Context: an optimization exercise on an open-source flow, tuned for small area and a short achievable clock period. The choices shown serve that exercise and are no tape-out recipe. Function was checked by simulation only, so behaviour that the tests miss may differ from the original.

==> job 9338: inputs <==
## nr_temporal
module nr_temporal (
    input  wire        clk,
    input  wire        rst,
    input  wire        cfg_we,
    input  wire [5:0]  cfg_addr,
    input  wire [31:0] cfg_wdata,
    input  wire        in_valid,
    input  wire [15:0] in_cur,      
    input  wire [15:0] in_ref,      
    input  wire        in_ref_ok,   
    input  wire [1:0]  in_x,        
    input  wire [1:0]  in_y,        
    output reg         out_valid,
    output reg  [15:0] out_pix
);
==> flow/config.mk <==
export PLATFORM = sky130hd
export DESIGN_NAME = nr_temporal
export DESIGN_NICKNAME = nr_temporal
export VERILOG_FILES = /design/flow/design.v
export SDC_FILE = /design/flow/constraint.sdc
export NUM_CORES = 4
export LEC_CHECK = 0
export CAP_MARGIN = 20
export CORE_MARGIN = 2
export CORE_UTILIZATION = 55
export CTS_BUF_LIST = sky130_fd_sc_hd__clkbuf_4 sky130_fd_sc_hd__clkbuf_8
export SLEW_MARGIN = 20
==> flow/constraint.sdc <==
create_clock -name core_clock -period 80.0 [get_ports {clk}]
set_input_delay 16.0000 -clock core_clock [delete_from_list [all_inputs] [get_ports {clk}]]
set_output_delay 16.0000 -clock core_clock [all_outputs]
set_load 0.01 [all_outputs]
run.sh (not shown) runs the stock make flow with config.mk's settings and CLKGATE_MAP_FILE= SYNTH_SCRIPT=/design/flow/synth_recipe.tcl, a recipe that flattens the netlist after the stock synthesis.
==> job 9063 (differences from job 9338) <==
--- a/flow/config.mk
+++ b/flow/config.mk
@@ -9,4 +9,3 @@
 export CORE_MARGIN = 2
-export CORE_UTILIZATION = 55
-export CTS_BUF_LIST = sky130_fd_sc_hd__clkbuf_4 sky130_fd_sc_hd__clkbuf_8
+export CORE_UTILIZATION = 40
 export SLEW_MARGIN = 20
==> results.txt <==
- Of job 9063 and job 9338, job 9063 has the higher clock skew (gap 0.040 ns).
- In synthesized cell count, job 9063 and job 9338 do not differ.
- Between job 9338 and job 9063, the lower hold slack is in job 9063 (gap 0.0014 ns).
- Critical path depth: job 9338 is lower than job 9063 (1).
- Against job 9063, the non-clock buffer count of job 9338 is higher by 16.
==> figures <==
metric                                        job 9063        job 9338
Worst endpoint required time                  80.49 ns        80.77 ns
Clock-cell share of area                         4.84%           5.00%
Terminating pin of the worst hold path        p3_c[11]         p3_c[5]
Routability Congestion                           0.879           0.876
First-pass GRT wire length                      254 mm          259 mm
Headroom to the max-slew limit                   26.4%           23.0%
Result of the run                       finished clean  finished clean
# diodes                                             2               5
Worst slack, placed                           60.47 ns        61.51 ns
Total stage count of the critical path               5               4
Met1 wire length                               69.9 mm         75.2 mm


==> inputs of run a <==
Another version of the RTL of nr_temporal (not shown whole).
==> flow/config.mk <==
export PLATFORM = sky130hd
export DESIGN_NAME = nr_temporal
export DESIGN_NICKNAME = nr_temporal
export VERILOG_FILES = /design/flow/design.v
export SDC_FILE = /design/flow/constraint.sdc
export NUM_CORES = 4
export LEC_CHECK = 0
export CAP_MARGIN = 5
export CORE_MARGIN = 2
export CORE_UTILIZATION = 75
export CTS_CLUSTER_DIAMETER = 150
export CTS_CLUSTER_SIZE = 25
export SLEW_MARGIN = 5
==> flow/constraint.sdc <==
create_clock -name core_clock -period 80.0 [get_ports {clk}]
set_input_delay 16.0000 -clock core_clock [delete_from_list [all_inputs] [get_ports {clk}]]
set_output_delay 16.0000 -clock core_clock [all_outputs]
set_load 0.01 [all_outputs]
standard.sh (not shown) runs the stock make flow with config.mk's settings and CLKGATE_MAP_FILE= SYNTH_SCRIPT=/design/flow/synth_recipe.tcl, a recipe that flattens the netlist after the stock synthesis.
==> flow/flow/run.sh <==
#!/bin/bash
# The standard layout (the standard.sh: standard synthesis and the ORFS
# flow to the final layout), with the input and output port buffers made of
# plain buffers (sky130_fd_sc_hd__buf_2) instead of the resizer's default
# pick. Every port still gets its own buffer.
set -o pipefail
export BUFFER_PORTS_ARGS="-buffer_cell sky130_fd_sc_hd__buf_2"
bash standard.sh finish > standard.log 2>&1
==> run b: changes against run a <==
--- a/flow/design.v
+++ b/flow/design.v
@@ -17,21 +17,22 @@
     reg [16*16-1:0] nz_o;      
     reg [5:0]  kspan;     
     reg [7:0]  mg_lo, mg_hi;
     reg        dither;
     reg [1:0]  bsel;      
     reg        cw_rst;
     reg        cw_we;
     reg [5:0]  cw_addr;
-    wire [23:0] cw_data;
+    reg [23:0] cw_data;
     always @(posedge clk) begin
         cw_rst  <= rst;
         cw_we   <= cfg_we & ~rst;
         cw_addr <= cfg_addr;
+        cw_data <= cfg_wdata[23:0];
     end
     integer n;
     always @(posedge clk) begin
         if (cw_rst) begin
             for (n = 0; n < 17; n = n + 1)
                 nz_e[16*n +: 16] <= 16'd16;
             for (n = 0; n < 16; n = n + 1)
                 nz_o[16*n +: 16] <= 16'd16;
@@ -62,22 +63,20 @@
     reg        p0_v;
     reg [15:0] p0_c, p0_r;
     reg [3:0]  p0_xy;
     always @(posedge clk) begin
         if (rst)
             p0_v <= 1'b0;
         else
             p0_v <= in_valid;
-        p0_c  <= cfg_we ? cfg_wdata[15:0] : in_cur;
-        p0_r  <= {in_ref_ok ? in_ref[15:8] : in_cur[15:8],
-                  cfg_we ? cfg_wdata[23:16] : in_ref_ok ? in_ref[7:0] : in_cur[7:0]};
+        p0_c  <= in_cur;
+        p0_r  <= in_ref_ok ? in_ref : in_cur;
         p0_xy <= {in_y, in_x};
     end
-    assign cw_data = {p0_r[7:0], p0_c};
     reg [4:0]  knot;
     reg [10:0] pf;
     always @* begin
         case (bsel)
             2'd0:    begin knot = p0_c[7:3];   pf = {p0_c[2:0],  8'd0}; end
             2'd1:    begin knot = p0_c[9:5];   pf = {p0_c[4:0],  6'd0}; end
             2'd2:    begin knot = p0_c[11:7];  pf = {p0_c[6:0],  4'd0}; end
             default: begin knot = p0_c[15:11]; pf = p0_c[10:0];         end
@@ -3843,28 +3842,28 @@
     assign s2_s609 = s2_s537 ^ s2_c570 ^ s2_s571;
     assign s2_c610 = (s2_s537 & s2_c570) | (s2_s571 & (s2_s537 ^ s2_c570));
     assign s2_s611 = s2_s539 ^ s2_c572 ^ s2_s573;
     assign s2_c612 = (s2_s539 & s2_c572) | (s2_s573 & (s2_s539 ^ s2_c572));
     assign s2_s613 = s2_c540 ^ s2_c574 ^ s2_s575;
     assign s2_c614 = (s2_c540 & s2_c574) | (s2_s575 & (s2_c540 ^ s2_c574));
     assign s2_s615 = s2_a420 ^ s2_a435 ^ s2_c576;
     assign s2_c616 = (s2_a420 & s2_a435) | (s2_c576 & (s2_a420 ^ s2_a435));
-    assign s2_s617 = s2_a310 ^ s2_a325;
-    assign s2_c618 = s2_a310 & s2_a325;
-    assign s2_s619 = s2_a341 ^ s2_s577 ^ s2_c618;
-    assign s2_c620 = (s2_a341 & s2_s577) | (s2_c618 & (s2_a341 ^ s2_s577));
-    assign s2_s621 = s2_c578 ^ s2_s579 ^ s2_c620;
-    assign s2_c622 = (s2_c578 & s2_s579) | (s2_c620 & (s2_c578 ^ s2_s579));
-    assign s2_s623 = s2_a2 ^ s2_a17;
-    assign s2_c624 = s2_a2 & s2_a17;
-    assign s2_s625 = s2_a33 ^ s2_s269 ^ s2_c624;
-    assign s2_c626 = (s2_a33 & s2_s269) | (s2_c624 & (s2_a33 ^ s2_s269));
-    assign s2_s627 = s2_c270 ^ s2_s271 ^ s2_c626;
-    assign s2_c628 = (s2_c270 & s2_s271) | (s2_c626 & (s2_c270 ^ s2_s271));
+    assign s2_s617 = s2_a2 ^ s2_a17;
+    assign s2_c618 = s2_a2 & s2_a17;
+    assign s2_s619 = s2_a33 ^ s2_s269 ^ s2_c618;
+    assign s2_c620 = (s2_a33 & s2_s269) | (s2_c618 & (s2_a33 ^ s2_s269));
+    assign s2_s621 = s2_c270 ^ s2_s271 ^ s2_c620;
+    assign s2_c622 = (s2_c270 & s2_s271) | (s2_c620 & (s2_c270 ^ s2_s271));
+    assign s2_s623 = s2_a310 ^ s2_a325;
+    assign s2_c624 = s2_a310 & s2_a325;
+    assign s2_s625 = s2_a341 ^ s2_s577 ^ s2_c624;
+    assign s2_c626 = (s2_a341 & s2_s577) | (s2_c624 & (s2_a341 ^ s2_s577));
+    assign s2_s627 = s2_c578 ^ s2_s579 ^ s2_c626;
+    assign s2_c628 = (s2_c578 & s2_s579) | (s2_c626 & (s2_c578 ^ s2_s579));
     assign s2_dm629 = p1_e[0] ^ p1_e[16];
     assign s2_dm630 = p1_e[1] ^ p1_e[16];
     assign s2_dm631 = p1_e[2] ^ p1_e[16];
     assign s2_dm632 = p1_e[3] ^ p1_e[16];
     assign s2_dm633 = p1_e[4] ^ p1_e[16];
     assign s2_dm634 = p1_e[5] ^ p1_e[16];
     assign s2_dm635 = p1_e[6] ^ p1_e[16];
     assign s2_dm636 = p1_e[7] ^ p1_e[16];
@@ -3903,18 +3902,18 @@
     assign s2_s669 = s2_dm640 ^ ~s2_c302;
     assign s2_c670 = s2_dm640 & ~s2_c302;
     assign s2_s671 = s2_dm641 ^ ~s2_c304;
     assign s2_c672 = s2_dm641 & ~s2_c304;
     assign s2_s673 = s2_dm642 ^ ~s2_c306;
     assign s2_c674 = s2_dm642 & ~s2_c306;
     assign s2_s675 = s2_dm643 ^ ~s2_a128;
     assign s2_c676 = s2_dm643 & ~s2_a128;
-    assign s2_s677 = ~s2_c628 ^ 1'b1;
-    assign s2_c678 = ~s2_c628 & 1'b1;
+    assign s2_s677 = ~s2_c622 ^ 1'b1;
+    assign s2_c678 = ~s2_c622 & 1'b1;
     assign s2_s679 = ~s2_c274 ^ ~s2_s275 ^ s2_c646;
     assign s2_c680 = (~s2_c274 & ~s2_s275) | (s2_c646 & (~s2_c274 ^ ~s2_s275));
     assign s2_s681 = ~s2_c276 ^ ~s2_s277;
     assign s2_c682 = ~s2_c276 & ~s2_s277;
     assign s2_s683 = ~s2_c278 ^ ~s2_s279;
     assign s2_c684 = ~s2_c278 & ~s2_s279;
     assign s2_s685 = ~s2_c280 ^ ~s2_s281 ^ s2_s647;
     assign s2_c686 = (~s2_c280 & ~s2_s281) | (s2_s647 & (~s2_c280 ^ ~s2_s281));
@@ -4100,18 +4099,18 @@
     assign s2_y866 = s2_p750 ^ s2_G837;
     assign s2_y867 = s2_p752 ^ s2_G839;
     assign s2_y868 = s2_p754 ^ s2_G841;
     assign s2_y869 = s2_p756 ^ s2_G843;
     assign s2_y870 = s2_p758 ^ s2_G845;
     assign s2_y871 = s2_p760 ^ s2_G847;
     assign s2_s872 = s2_c580 ^ s2_s581;
     assign s2_c873 = s2_c580 & s2_s581;
-    assign s2_s874 = ~s2_c272 ^ ~s2_s273 ^ s2_c622;
-    assign s2_c875 = (~s2_c272 & ~s2_s273) | (s2_c622 & (~s2_c272 ^ ~s2_s273));
+    assign s2_s874 = ~s2_c272 ^ ~s2_s273 ^ s2_c628;
+    assign s2_c875 = (~s2_c272 & ~s2_s273) | (s2_c628 & (~s2_c272 ^ ~s2_s273));
     assign s2_s876 = s2_c582 ^ s2_s583 ^ ~s2_c274;
     assign s2_c877 = (s2_c582 & s2_s583) | (~s2_c274 & (s2_c582 ^ s2_s583));
     assign s2_s878 = s2_c584 ^ s2_s585;
     assign s2_c879 = s2_c584 & s2_s585;
     assign s2_s880 = s2_c586 ^ s2_s587;
     assign s2_c881 = s2_c586 & s2_s587;
     assign s2_s882 = s2_c588 ^ s2_s589;
     assign s2_c883 = s2_c588 & s2_s589;
@@ -4138,18 +4137,18 @@
     assign s2_s904 = s2_c610 ^ s2_s611;
     assign s2_c905 = s2_c610 & s2_s611;
     assign s2_s906 = s2_c612 ^ s2_s613;
     assign s2_c907 = s2_c612 & s2_s613;
     assign s2_s908 = s2_c614 ^ s2_s615;
     assign s2_c909 = s2_c614 & s2_s615;
     assign s2_s910 = s2_a436 ^ s2_c616;
     assign s2_c911 = s2_a436 & s2_c616;
-    assign s2_s912 = ~s2_c628 ^ 1'b1;
-    assign s2_c913 = ~s2_c628 & 1'b1;
+    assign s2_s912 = ~s2_c622 ^ 1'b1;
+    assign s2_c913 = ~s2_c622 & 1'b1;
     assign s2_s914 = ~s2_s275 ^ s2_c873 ^ s2_c875;
     assign s2_c915 = (~s2_s275 & s2_c873) | (s2_c875 & (~s2_s275 ^ s2_c873));
     assign s2_s916 = ~s2_c276 ^ ~s2_s277 ^ s2_c877;
     assign s2_c917 = (~s2_c276 & ~s2_s277) | (s2_c877 & (~s2_c276 ^ ~s2_s277));
     assign s2_s918 = ~s2_c278 ^ ~s2_s279 ^ s2_c879;
     assign s2_c919 = (~s2_c278 & ~s2_s279) | (s2_c879 & (~s2_c278 ^ ~s2_s279));
     assign s2_s920 = ~s2_c280 ^ ~s2_s281 ^ s2_c881;
     assign s2_c921 = (~s2_c280 & ~s2_s281) | (s2_c881 & (~s2_c280 ^ ~s2_s281));
CAP_MARGIN = 10   (was 5)
CORE_UTILIZATION = 65   (was 75)
CTS_CLUSTER_DIAMETER = 100   (was 150)
SLEW_MARGIN = 10   (was 5)
==> flow_summary_export.csv <==
group,metric,value,unit
sta,skew,50.1,ps
yosys,syn_area,56800,um2
cells_and_area,layout-area-overhead-vs-synth,3.59,%
clock_network,clk_latency,640,ps
cells_and_area,numSequentialCells,801,
place,place_congestion,0.958,
cells_and_area,drive_above_1_share,8.31,%
place,place_area,57800,um2
detailed_routing,avgRoutedWirePerCell,20.6,um
cells_and_area,clk_share,1.78,%
status,status,"finished clean",
-- figures above: run a

==> flow_summary_export.csv <==
group,metric,value,unit
cells_and_area,drive_above_1_share,6.53,%
cells_and_area,layout-area-overhead-vs-synth,4.08,%
detailed_routing,wl_met2,75.4,mm
sta,post-route-period-util,21.4,%
floorplanning,core,87000,um2
global_routing,grt_pass1_vias,45400,
yosys,yosysSeqAreaShare,28.9,%
detailed_routing,avgRoutedWirePerCell,20.9,um
clock_network,clk_latency,660,ps
sta,skew,73.7,ps
yosys,syn_area,57200,um2
status,status,"finished clean",
place,place_congestion,0.926,
setup_path,path_max_fanout,1,
place,place_area,58300,um2
cells_and_area,numSequentialCells,825,
cells_and_area,clk_share,2.06,%
-- figures above: run b

separate check: timing with driven ports:
The flow's constraints put no driver on any port. The routed layouts listed below were extracted and timed again, unchanged, in two steps.
Step 1 (the two cells are an assumption about what drives the block):
set clk [get_ports {clk}]
set_driving_cell -lib_cell sky130_fd_sc_hd__clkbuf_16 $clk
set_driving_cell -lib_cell sky130_fd_sc_hd__buf_2 [delete_from_list [all_inputs] $clk]
Step 2 moves the port delays by t, midway between the first and last clock arrival at a register: inputs arrive t later, outputs are due t later. That takes back most of the time a late clock gives input paths.
Slacks: ideal ports / drivers / drivers and shift; pairs: ideal ports / drivers.
run	t (ns)	setup WS [ns]	hold slack, ns	worst setup path at the end	latest minus earliest clock arrival (ns)
job 9338	0.902	62.228 / 62.229 / 61.349	0.322 / 0.322 / 0.322	input to register	0.051 / 0.050
job 9063	0.770	61.060 / 61.081 / 60.311	0.320 / 0.320 / 0.320	input to register	0.088 / 0.088
run a	0.680	62.933 / 62.863 / 62.867	0.325 / 0.325 / 0.325	input to register	0.054 / 0.054
run b	0.702	62.897 / 62.821 / 63.164	0.322 / 0.322 / 0.322	input to register	0.076 / 0.076
After both steps setup and hold are still met in every run listed. The setup slack of job 9338, which loses most, moves by +0.001 ns with the drivers and by -0.879 ns with both steps.
